Background: an optimization exercise with open tools, aiming at small area, a short achievable clock period and few clock cycles per item. Do not read the settings as production practice.
In this exercise RTL edits were held to simulation tests only and were not proved equivalent to the original.

==> inputs of job 9478 <==
==> flow/design.v (excerpt) <==
module cop1_fpu (
    input  wire        clk,
    input  wire        rst,
    input  wire        in_valid,
    output wire        in_ready,
    input  wire [4:0]  in_func,
    input  wire [1:0]  in_rm,
    input  wire [31:0] in_a,
    input  wire [31:0] in_b,
    output reg         out_valid,
    output reg  [31:0] out_result,
    output reg  [4:0]  out_flags
);
    localparam F_FADD    = 5'h00, F_FSUB    = 5'h01, F_FMUL   = 5'h02,
               F_FDIV    = 5'h03, F_FSQRT   = 5'h04,
               F_FCVTSW  = 5'h10, F_FCVTSWU = 5'h11,
               F_FCVTWS  = 5'h12, F_FCVTWUS = 5'h13;
    localparam KD = 4;
    localparam ND = (26 + KD - 1) / KD;
    localparam TL = ND + 3;
    reg        v0;
    reg [4:0]  f0;
    reg [1:0]  rm0;
    reg [31:0] a0, b0;
    wire       go0;           
    assign in_ready = ~v0 | go0;
    wire [23:0]       in_man, in_mbn;
    wire signed [9:0] in_xa, in_xb;
    fpu_unpack u_unpack (.a(in_a), .b(in_b), .man(in_man), .mbn(in_mbn), .xa(in_xa), .xb(in_xb));
    reg [23:0]        man, mbn;
    reg signed [9:0]  xa, xb;
    always @(posedge clk) begin
        if (in_ready) begin
            f0  <= in_func;
            rm0 <= in_rm;
            a0  <= in_a;
            b0  <= in_b;
            man <= in_man;
            mbn <= in_mbn;
            xa  <= in_xa;
            xb  <= in_xb;
        end
        if (rst)           v0 <= 1'b0;
        else if (in_ready) v0 <= in_valid;
    end
    wire              add_use, mul_use, cvt_use;
    wire              add_sign, mul_sign, cvt_sign;
  ...
==> flow/config.mk <==
export PLATFORM = sky130hd
export DESIGN_NAME = cop1_fpu
export DESIGN_NICKNAME = cop1_fpu
export VERILOG_FILES = /design/flow/design.v
export SDC_FILE = /design/flow/constraint.sdc
export NUM_CORES = 4
export LEC_CHECK = 0
export CAP_MARGIN = 20
export CORE_MARGIN = 2
export CORE_UTILIZATION = 55
export SLEW_MARGIN = 20
==> flow/constraint.sdc <==
create_clock -name core_clock -period 22.0 [get_ports {clk}]
set_input_delay 4.4000 -clock core_clock [delete_from_list [all_inputs] [get_ports {clk}]]
set_output_delay 4.4000 -clock core_clock [all_outputs]
set_load 0.01 [all_outputs]
standard.sh (not shown) runs the stock make flow with config.mk's settings and CLKGATE_MAP_FILE= SYNTH_SCRIPT=/design/flow/synth_recipe.tcl, a recipe that flattens the netlist after the stock synthesis.
==> flow/flow/run.sh <==
#!/bin/bash
set -euo pipefail
bash standard.sh SETUP_SLACK_MARGIN=16 finish > standard.log 2>&1
==> inputs of job 8895, as changes to job 9478 <==
==> flow/flow/run.sh (replaced) <==
#!/bin/bash
set -euo pipefail
bash standard.sh SETUP_SLACK_MARGIN=10 finish > standard.log 2>&1
==> inputs of job 7109, as changes to job 9478 <==
--- a/flow/design.v
+++ b/flow/design.v
@@ -136,27 +136,20 @@
     wire [7:0]  eeb     = (eb == 0) ? 8'd1 : eb;
     wire [7:0]  d_ab    = eea - eeb;
     wire [7:0]  d_ba    = eeb - eea;
     wire [7:0]  d       = swap ? d_ba : d_ab;
     wire [5:0]  dd      = (d > 8'd50) ? 6'd50 : d[5:0];
-    wire        near    = (effsub & (d[7:1] == 7'd0)) | (e_big == 0);
     wire [99:0] b_wide  = {m_sml, 26'b0, 50'b0} >> dd;
     wire        lost    = |b_wide[49:0];
     wire [50:0] op_a    = {1'b0, m_big, 26'b0};
     wire [50:0] op_b    = {1'b0, b_wide[99:51], b_wide[50] | lost};
     wire [50:0] sum     = effsub ? (op_a - op_b) : (op_a + op_b);
-    wire [1:0]  flz     = sum[50] ? 2'd0 : sum[49] ? 2'd1 : 2'd2;
-    wire [50:0] fnorm   = sum[50] ? sum : sum[49] ? {sum[49:0], 1'b0} : {sum[48:0], 2'b0};
-    wire [25:0] na      = {1'b0, m_big, 1'b0};
-    wire [25:0] nb      = d[0] ? {2'b0, m_sml} : {1'b0, m_sml, 1'b0};
-    wire [25:0] nsum    = effsub ? (na - nb) : (na + nb);
-    wire [4:0]  nlz;
-    fpu_lzc #(.W(26), .CW(5)) u_lzc (.x(nsum), .count(nlz));
-    wire [25:0] nnorm   = nsum << nlz;
-    wire [5:0]  lz      = near ? {1'b0, nlz} : {4'b0, flz};
+    wire [5:0]  lz;
+    fpu_lzc #(.W(51), .CW(6)) u_lzc (.x(sum), .count(lz));
+    wire [50:0] norm    = sum << lz;
     assign r_exp  = $signed({2'b0, ee_big}) + 10'sd1 - $signed({4'b0, lz});
-    assign r_sig  = near ? {nnorm, 1'b0} : {fnorm[50:25], |fnorm[24:0]};
+    assign r_sig  = {norm[50:25], |norm[24:0]};
     assign r_sign = s_big;
     reg special;
     always @* begin
         special = 1'b1;
         if (nan_a | nan_b) begin
@@ -335,22 +328,18 @@
     wire [25:0]       div_rem0 = a_lt_b ? {1'b0, man, 1'b0} : {2'b0, man};
     wire signed [9:0] sq_e     = xa - 10'sd127;
     wire [24:0]       sq_rad   = sq_e[0] ? {man, 1'b0} : {1'b0, man};
     wire signed [9:0] sq_eh    = sq_e - (sq_e[0] ? 10'sd1 : 10'sd0);
     wire signed [9:0] sq_exp   = (sq_eh >>> 1) + 10'sd127;
-    localparam S_IDLE = 2'd0, S_ITER = 2'd1, S_FIN1 = 2'd2;
+    localparam S_IDLE = 2'd0, S_ITER = 2'd1, S_FIN1 = 2'd2, S_FIN2 = 2'd3;
     reg [1:0]    state;
     reg [3:0]    count;
     reg          op_sqrt;
     reg          r_sign;
     reg signed [9:0] r_exp;
     reg [1:0]    r_rm;
-    reg          fin2_r;     
-    reg          g_sign;
-    reg signed [9:0] g_exp;
-    reg [1:0]    g_rm;
-    reg [26:0]   g_sig;
+    reg [26:0]   r_sig;
     reg [WD-1:0] ws, wc;
     reg [24:0]   dd;         
     reg [QD-1:0] qp, qn;     
     reg [WD-1:0] s2, c2, md, ns, nc;
     reg [3:0]    yh;
@@ -445,11 +434,11 @@
     always @(posedge clk) begin
         if (rst) begin
             state <= S_IDLE;
         end else begin
             case (state)
-                S_IDLE, S_FIN1: if (start) begin
+                S_IDLE, S_FIN2: if (start) begin
                     op_sqrt <= is_sqrt;
                     r_rm    <= rm;
                     if (is_sqrt) begin
                         count  <= NS - 1;
                         r_sign <= 1'b0;
@@ -466,36 +455,29 @@
                 S_ITER: begin
                     count <= count - 4'd1;
                     if (count == 4'd0)
                         state <= S_FIN1;
                 end
-                default: state <= S_IDLE;
+                default: begin
+                    r_sig <= op_sqrt ? ssig : dsig;
+                    state <= S_FIN2;
+                end
             endcase
         end
     end
-    always @(posedge clk) begin
-        if (rst) fin2_r <= 1'b0;
-        else     fin2_r <= (state == S_FIN1);
-        if (state == S_FIN1) begin
-            g_sign <= r_sign;
-            g_exp  <= r_exp;
-            g_rm   <= r_rm;
-            g_sig  <= op_sqrt ? ssig : dsig;
-        end
-    end
-    assign can_start = (state == S_IDLE) | (state == S_FIN1);
-    assign fin2      = fin2_r;
+    assign can_start = (state == S_IDLE) | (state == S_FIN2);
+    assign fin2      = (state == S_FIN2);
     generate
         if (NS > ND) begin : g_sqtok
             assign sq_tok = (state == S_ITER) & op_sqrt & (count == ND);
         end else begin : g_sqtok0
             assign sq_tok = 1'b0;
         end
     endgenerate
     wire r_of, r_uf, r_nx;
     fpu_round u_round (
-        .sign(g_sign), .exp(g_exp), .sig(g_sig), .rm(g_rm),
+        .sign(r_sign), .exp(r_exp), .sig(r_sig), .rm(r_rm),
         .res(res), .of(r_of), .uf(r_uf), .nx(r_nx)
     );
     assign flags = {2'b0, r_of, r_uf, r_nx};
 endmodule
 module fpu_cvt (
@@ -655,29 +637,23 @@
     reg [4:0]  f0;
     reg [1:0]  rm0;
     reg [31:0] a0, b0;
     wire       go0;           
     assign in_ready = ~v0 | go0;
-    wire [23:0]       in_man, in_mbn;
-    wire signed [9:0] in_xa, in_xb;
-    fpu_unpack u_unpack (.a(in_a), .b(in_b), .man(in_man), .mbn(in_mbn), .xa(in_xa), .xb(in_xb));
-    reg [23:0]        man, mbn;
-    reg signed [9:0]  xa, xb;
     always @(posedge clk) begin
         if (in_ready) begin
             f0  <= in_func;
             rm0 <= in_rm;
             a0  <= in_a;
             b0  <= in_b;
-            man <= in_man;
-            mbn <= in_mbn;
-            xa  <= in_xa;
-            xb  <= in_xb;
         end
         if (rst)           v0 <= 1'b0;
         else if (in_ready) v0 <= in_valid;
     end
+    wire [23:0]       man, mbn;
+    wire signed [9:0] xa, xb;
+    fpu_unpack u_unpack (.a(a0), .b(b0), .man(man), .mbn(mbn), .xa(xa), .xb(xb));
     wire              add_use, mul_use, cvt_use;
     wire              add_sign, mul_sign, cvt_sign;
     wire signed [9:0] add_exp, mul_exp, cvt_exp;
     wire [26:0]       add_sig, mul_sig, cvt_sig;
     wire [31:0]       add_res, mul_res, cvt_res, cmp_res, ds_res;
==> flow/run.sh (new file) <==
#!/bin/bash
# synth_recipe.tcl (not shown) runs the flow's synth.tcl, then flattens the netlist and writes it again
# the make line also repeats each setting of config.mk as NAME=value (left out here)
make -C /OpenROAD-flow-scripts/flow DESIGN_CONFIG=/design/flow/config.mk WORK_HOME=/design/flow/orfs CLKGATE_MAP_FILE= SYNTH_SCRIPT=/design/flow/synth_recipe.tcl finish
- SETUP_SLACK_MARGIN: default -> 5
removed: flow/flow/run.sh
removed: flow/standard.sh
==> comparison table <==
quantity	job 9478	job 8895	job 7109
Run status	stopped before the end	finished clean	finished clean
Last stage reached	global routing (5_1_grt)	-	-
Initial core utilization	0.555	0.555	0.556
Die area	-	161000 um2	153000 um2
Top layer reached by signal wires	-	met5	met5
Global placement routability congestion	1.05	1.13	1.10
Post-detailed-route DRC marker count	-	0	0
Clock insertion delay at the later pin of the skew report	-	730 ps	700 ps
Smallest setup slack after layout	-	10390 ps	5700 ps
Sequential share of cell area	-	0.196	0.182
Final-layout clock buffer total	-	111	103
Category of the worst setup path launch point	-	flip-flop	flip-flop
Slew at the pin closest to its max-slew limit	-	1210 ps	1350 ps
Area fraction in and, or, nand and nor cells after synthesis	0.194	0.194	0.184
Post-Place Setup Slack	9110 ps	8240 ps	5830 ps
Count of distinct cell types in the synthesized netlist	126	126	123
Detail Route met2 WL	-	143000 um	135000 um
Inverter count of the layout excluding clock inverters	-	1069	1018
WP data required	-	22560 ps	22620 ps
Post-cts sizing count	1289	17	0
CP arrival	-	12170 ps	16920 ps
Crit path largest cell delay	-	680 ps	940 ps
Non-filler instance count after layout	-	12800	12200
Number of combinational gates with multiple inputs	-	8286	8034
Testbench counts of job 9478, summed over its fixed seeds: cycles 13,479, ops 12,000.
Testbench counts of job 8895, summed over its fixed seeds: cycles 13,479, ops 12,000.
Testbench counts of job 7109, summed over its fixed seeds: cycles 13,783, ops 12,000.

---

==> lagoon: inputs <==
cop1_fpu, a different RTL version from the one above (not shown whole).
make LEC_CHECK=0 CAP_MARGIN=20 CORE_MARGIN=2 CORE_UTILIZATION=40 SLEW_MARGIN=20 finish   # period 22.0 ns
run.sh (not shown) runs the stock make flow with config.mk's settings and CLKGATE_MAP_FILE= SYNTH_SCRIPT=/design/flow/synth_recipe.tcl, a recipe that flattens the netlist after the stock synthesis.
Stock flow here: none of the scripts above is used.
==> yarrow (differences from lagoon) <==
--- a/flow/design.v
+++ b/flow/design.v
@@ -212,18 +212,17 @@
     fpu_lzc #(.W(24), .CW(5)) u_lza (.x(ma), .count(lza));
     fpu_lzc #(.W(24), .CW(5)) u_lzb (.x(mb), .count(lzb));
     assign man = ma << lza;
     assign mbn = mb << lzb;
     assign xa = $signed({2'b0, (ea == 0) ? 8'd1 : ea}) - $signed({5'b0, lza});
     assign xb = $signed({2'b0, (eb == 0) ? 8'd1 : eb}) - $signed({5'b0, lzb});
 endmodule
 module fpu_divsqrt #(
-    parameter KD = 5,    
-    parameter KS = 2     
+    parameter K = 2
 ) (
     input  wire              clk,
     input  wire              rst,
     input  wire              start,
     input  wire              is_sqrt,
     input  wire [31:0]       a,
     input  wire [31:0]       b,
     input  wire [23:0]       man,
@@ -236,22 +235,19 @@
     output reg  [4:0]        sp_flags,    
     output wire              last,
     output wire              fin,
     output reg               r_sign,
     output reg signed [9:0]  r_exp,
     output wire [26:0]       r_sig,
     output reg  [1:0]        r_rm
 );
-    localparam ND = (26 + KD - 1) / KD;  
-    localparam QD = KD * ND;             
-    localparam NS = (26 + KS - 1) / KS;  
-    localparam QS = KS * NS;             
-    localparam WS = QS + 4;              
-    localparam WD = 28;                  
+    localparam N  = (26 + K - 1) / K;    
+    localparam QB = K * N;               
+    localparam W  = QB + 4;              
     wire [7:0]  ea = a[30:23];
     wire [7:0]  eb = b[30:23];
     wire [22:0] fa = a[22:0];
     wire [22:0] fb = b[22:0];
     wire nan_a  = (ea == 8'hff) & (fa != 0);
     wire nan_b  = (eb == 8'hff) & (fb != 0);
     wire inf_a  = (ea == 8'hff) & (fa == 0);
     wire inf_b  = (eb == 8'hff) & (fb == 0);
@@ -296,140 +292,91 @@
     wire signed [9:0] sq_e     = xa - 10'sd127;
     wire [24:0]       sq_rad   = sq_e[0] ? {man, 1'b0} : {1'b0, man};
     wire signed [9:0] sq_eh    = sq_e - (sq_e[0] ? 10'sd1 : 10'sd0);
     wire signed [9:0] sq_exp   = (sq_eh >>> 1) + 10'sd127;
     localparam S_IDLE = 2'd0, S_ITER = 2'd1, S_FIN = 2'd2;
     reg [1:0]    state;
     reg [3:0]    count;
     reg          op_sqrt;
-    reg [WD-1:0] ws, wc;
-    reg [24:0]   dd;         
-    reg [QD-1:0] qp, qn;     
-    reg [WD-1:0] s2, c2, md, ns, nc;
-    reg [3:0]    yh;
-    reg          qpos, qneg;
-    reg [QD-1:0] qpp, qnn;
-    integer j;
-    always @* begin
-        ns  = ws;
-        nc  = wc;
-        qpp = qp;
-        qnn = qn;
-        for (j = 0; j < KD; j = j + 1) begin
-            s2   = {ns[WD-2:0], 1'b0};
-            c2   = {nc[WD-2:0], 1'b0};
-            yh   = s2[WD-1:WD-4] + c2[WD-1:WD-4];
-            qpos = ~yh[3];
-            qneg = yh[3] & (yh != 4'b1111);
-            md   = qpos ? ~{{(WD-25){1'b0}}, dd} : qneg ? {{(WD-25){1'b0}}, dd} : {WD{1'b0}};
-            ns   = s2 ^ c2 ^ md;
-            nc   = {((s2[WD-2:0] & c2[WD-2:0]) | (s2[WD-2:0] & md[WD-2:0]) | (c2[WD-2:0] & md[WD-2:0])), qpos};
-            qpp  = {qpp[QD-2:0], qpos};
-            qnn  = {qnn[QD-2:0], qneg};
-        end
-    end
-    wire [WD-1:0] wr     = ws + wc;
-    wire          wneg   = wr[WD-1];
-    wire [WD-1:0] wrd    = wr + {{(WD-25){1'b0}}, dd};
-    wire          dstick = wneg ? (wrd != 0) : (wr != 0);
-    wire [QD-1:0] qf     = qp + ~qn + {{(QD-1){1'b0}}, ~wneg};
-    wire [26:0]   dsig;
-    generate
-        if (QD > 26) begin : g_dx
-            assign dsig = {qf[QD-1:QD-26], (|qf[QD-27:0]) | dstick};
-        end else begin : g_de
-            assign dsig = {qf, dstick};
-        end
-    endgenerate
-    reg [WS-1:0] rem;        
+    reg [W-1:0]  rem;        
+    reg [23:0]   divisor;
     reg [25:0]   rad;        
-    reg [QS-1:0] q;          
-    reg [WS-1:0] s, x, y;
-    reg [WS:0]   t;
-    reg [QS-1:0] qq;
+    reg [QB-1:0] q;          
+    reg [W-1:0]  s, x, y, m;
+    reg [W:0]    t;
+    reg [QB-1:0] qq;
     reg [25:0]   rr;
     reg          sel;
-    integer i;
+    integer j;
     always @* begin
         s  = rem;
         qq = q;
         rr = rad;
-        for (i = 0; i < KS; i = i + 1) begin
-            x   = {s[WS-3:0], rr[25:24]};
-            y   = {{(WS-QS-2){1'b0}}, qq, 2'b01};
+        for (j = 0; j < K; j = j + 1) begin
+            if (op_sqrt) begin
+                x = {s[W-3:0], rr[25:24]};
+                y = {qq, 2'b01};
+            end else begin
+                x = s;
+                y = {{(W-24){1'b0}}, divisor};
+            end
             t   = {1'b0, x} - {1'b0, y};
-            sel = ~t[WS];
-            s   = sel ? t[WS-1:0] : x;
-            qq  = {qq[QS-2:0], sel};
+            sel = ~t[W];
+            m   = sel ? t[W-1:0] : x;
+            s   = op_sqrt ? m : {m[W-2:0], 1'b0};
+            qq  = {qq[QB-2:0], sel};
             rr  = {rr[23:0], 2'b00};
         end
     end
-    wire [26:0] ssig;
-    generate
-        if (QS > 26) begin : g_sx
-            assign ssig = {q[QS-1:QS-26], (|q[QS-27:0]) | (rem != 0)};
-        end else begin : g_se
-            assign ssig = {q, rem != 0};
-        end
-    endgenerate
-    always @(posedge clk) begin
-        if (start & is_sqrt) begin
-            q   <= {QS{1'b0}};
-            rem <= {WS{1'b0}};
-            rad <= {sq_rad, 1'b0};
-        end else begin
-            rem <= s;
-            q   <= qq;
-            rad <= rr;
-        end
-        if (start & ~is_sqrt) begin
-            ws  <= {{(WD-26){1'b0}}, div_rem0};
-            wc  <= {WD{1'b0}};
-            dd  <= {mbn, 1'b0};
-            qp  <= {QD{1'b0}};
-            qn  <= {QD{1'b0}};
-        end else begin
-            ws  <= ns;
-            wc  <= nc;
-            qp  <= qpp;
-            qn  <= qnn;
-        end
-    end
     always @(posedge clk) begin
         if (rst) begin
             state <= S_IDLE;
         end else begin
             case (state)
                 S_IDLE: if (start) begin
                     op_sqrt <= is_sqrt;
                     r_rm    <= rm;
+                    q       <= {QB{1'b0}};
+                    count   <= N - 1;
+                    divisor <= mbn;
                     if (is_sqrt) begin
-                        count  <= NS - 1;
                         r_sign <= 1'b0;
                         r_exp  <= sq_exp;
+                        rem    <= {W{1'b0}};
+                        rad    <= {sq_rad, 1'b0};
                     end else begin
-                        count  <= ND - 1;
                         r_sign <= a[31] ^ b[31];
                         r_exp  <= div_exp;
+                        rem    <= {{(W-26){1'b0}}, div_rem0};
+                        rad    <= 26'b0;
                     end
                     state <= S_ITER;
                 end
                 S_ITER: begin
+                    rem   <= s;
+                    q     <= qq;
+                    rad   <= rr;
                     count <= count - 4'd1;
                     if (count == 4'd0)
                         state <= S_FIN;
                 end
                 default: state <= S_IDLE;
             endcase
         end
     end
     assign last  = (state == S_ITER) & (count == 4'd0);
     assign fin   = (state == S_FIN);
-    assign r_sig = op_sqrt ? ssig : dsig;
+    generate
+        if (QB > 26) begin : g_extra
+            assign r_sig = {q[QB-1:QB-26], (|q[QB-27:0]) | (rem != 0)};
+        end else begin : g_exact
+            assign r_sig = {q, rem != 0};
+        end
+    endgenerate
 endmodule
 module fpu_cvt (
     input  wire [31:0]       a,
     input  wire              to_int,     
     input  wire              is_unsigned,
     input  wire [1:0]        rm,
     output wire              use_rnd,
     output wire              r_sign,
@@ -667,31 +614,34 @@
             busy <= (in_func == F_FDIV) | (in_func == F_FSQRT);
         else if ((v0 & is_ds & ds_hit) | ds_last)
             busy <= 1'b0;
     end
     reg              v1, m_use, m_sign;
     reg signed [9:0] m_exp;
     reg [26:0]       m_sig;
     reg [1:0]        m_rm;
-    wire [31:0]      m_res   = {m_exp, m_sig[26:5]};
-    wire [4:0]       m_flags = m_sig[4:0];
+    reg [31:0]       m_res;
+    reg [4:0]        m_flags;
     always @(posedge clk) begin
         if (ds_fin) begin
             m_use  <= 1'b1;
             m_sign <= ds_sign;
             m_exp  <= ds_exp;
             m_sig  <= ds_sig;
             m_rm   <= ds_rm;
         end else begin
             m_use  <= e_use;
             m_sign <= e_sign;
-            {m_exp, m_sig} <= e_use ? {e_exp, e_sig} : {e_res, e_flags};
+            m_exp  <= e_exp;
+            m_sig  <= e_sig;
             m_rm   <= rm0;
         end
+        m_res   <= e_res;
+        m_flags <= e_flags;
         if (rst) v1 <= 1'b0;
         else     v1 <= ds_fin | (v0 & ~(is_ds & ~ds_hit));
     end
     wire [31:0] r_res;
     wire        r_of, r_uf, r_nx;
     fpu_round u_round (
         .sign(m_sign), .exp(m_exp), .sig(m_sig), .rm(m_rm),
         .res(r_res), .of(r_of), .uf(r_uf), .nx(r_nx)
==> notes.md <==
status complete, no violations; synth top area cells fa_1 (17%), dfxtp_1 (9.8%), ha_1 (9.4%), mux2i_1 (7.3%), nand2_1 (5.9%); GRT Resource Usage Total 34.1%; buffer share of cell area 3.60%; Synth Area per Inst 7.48 um2
That was lagoon.
==> notes.md <==
buffer share of cell area 3.84%; synth top area cells fa_1 (16%), ha_1 (9.1%), mux2i_1 (6.4%), nand2_1 (6.3%), dfxtp_1 (6.3%); Synth Area per Inst 7.50 um2; hold path depth 1; status complete, no violations; GRT Resource Usage Total 33.2%
That was yarrow.
Testbench counts of lagoon, summed over its fixed seeds: cycles 18,328, ops 12,000.
Testbench counts of yarrow, summed over its fixed seeds: cycles 22,941, ops 12,000.

re-timing with driven ports:
In the flow no input, the clock included, has a driving cell. The finished layouts below were timed again as built, in two steps. Step 1: set_driving_cell puts a clkbuf_16 on clk and a buf_2 on each other input, an assumption about the parent block. Step 2 times the ports against the registers' clock, not the clock port: input delays grow and output delays shrink by t, the midpoint of the rising clock arrivals with the driver on. Slacks: ideal / step 1 / step 2; pairs: ideal / step 1.
run | t (ns) | slack for setup (ns) | worst setup path after step 2 | latest minus earliest clock arrival (ns)
job 8895 | 0.795 | 10.393 / 10.393 / 10.305 | input to register | 0.059 / 0.060
job 7109 | 0.761 | 5.698 / 5.698 / 5.698 | register to register | 0.051 / 0.052
lagoon | 0.728 | 4.008 / 4.008 / 4.008 | register to register | 0.048 / 0.047
yarrow | 0.685 | 4.228 / 4.228 / 4.228 | register to register | 0.054 / 0.054
After both steps every run listed still meets setup and hold. The setup slack of job 8895, which loses most, moves by 0.000 ns with the drivers and by -0.088 ns with both steps.
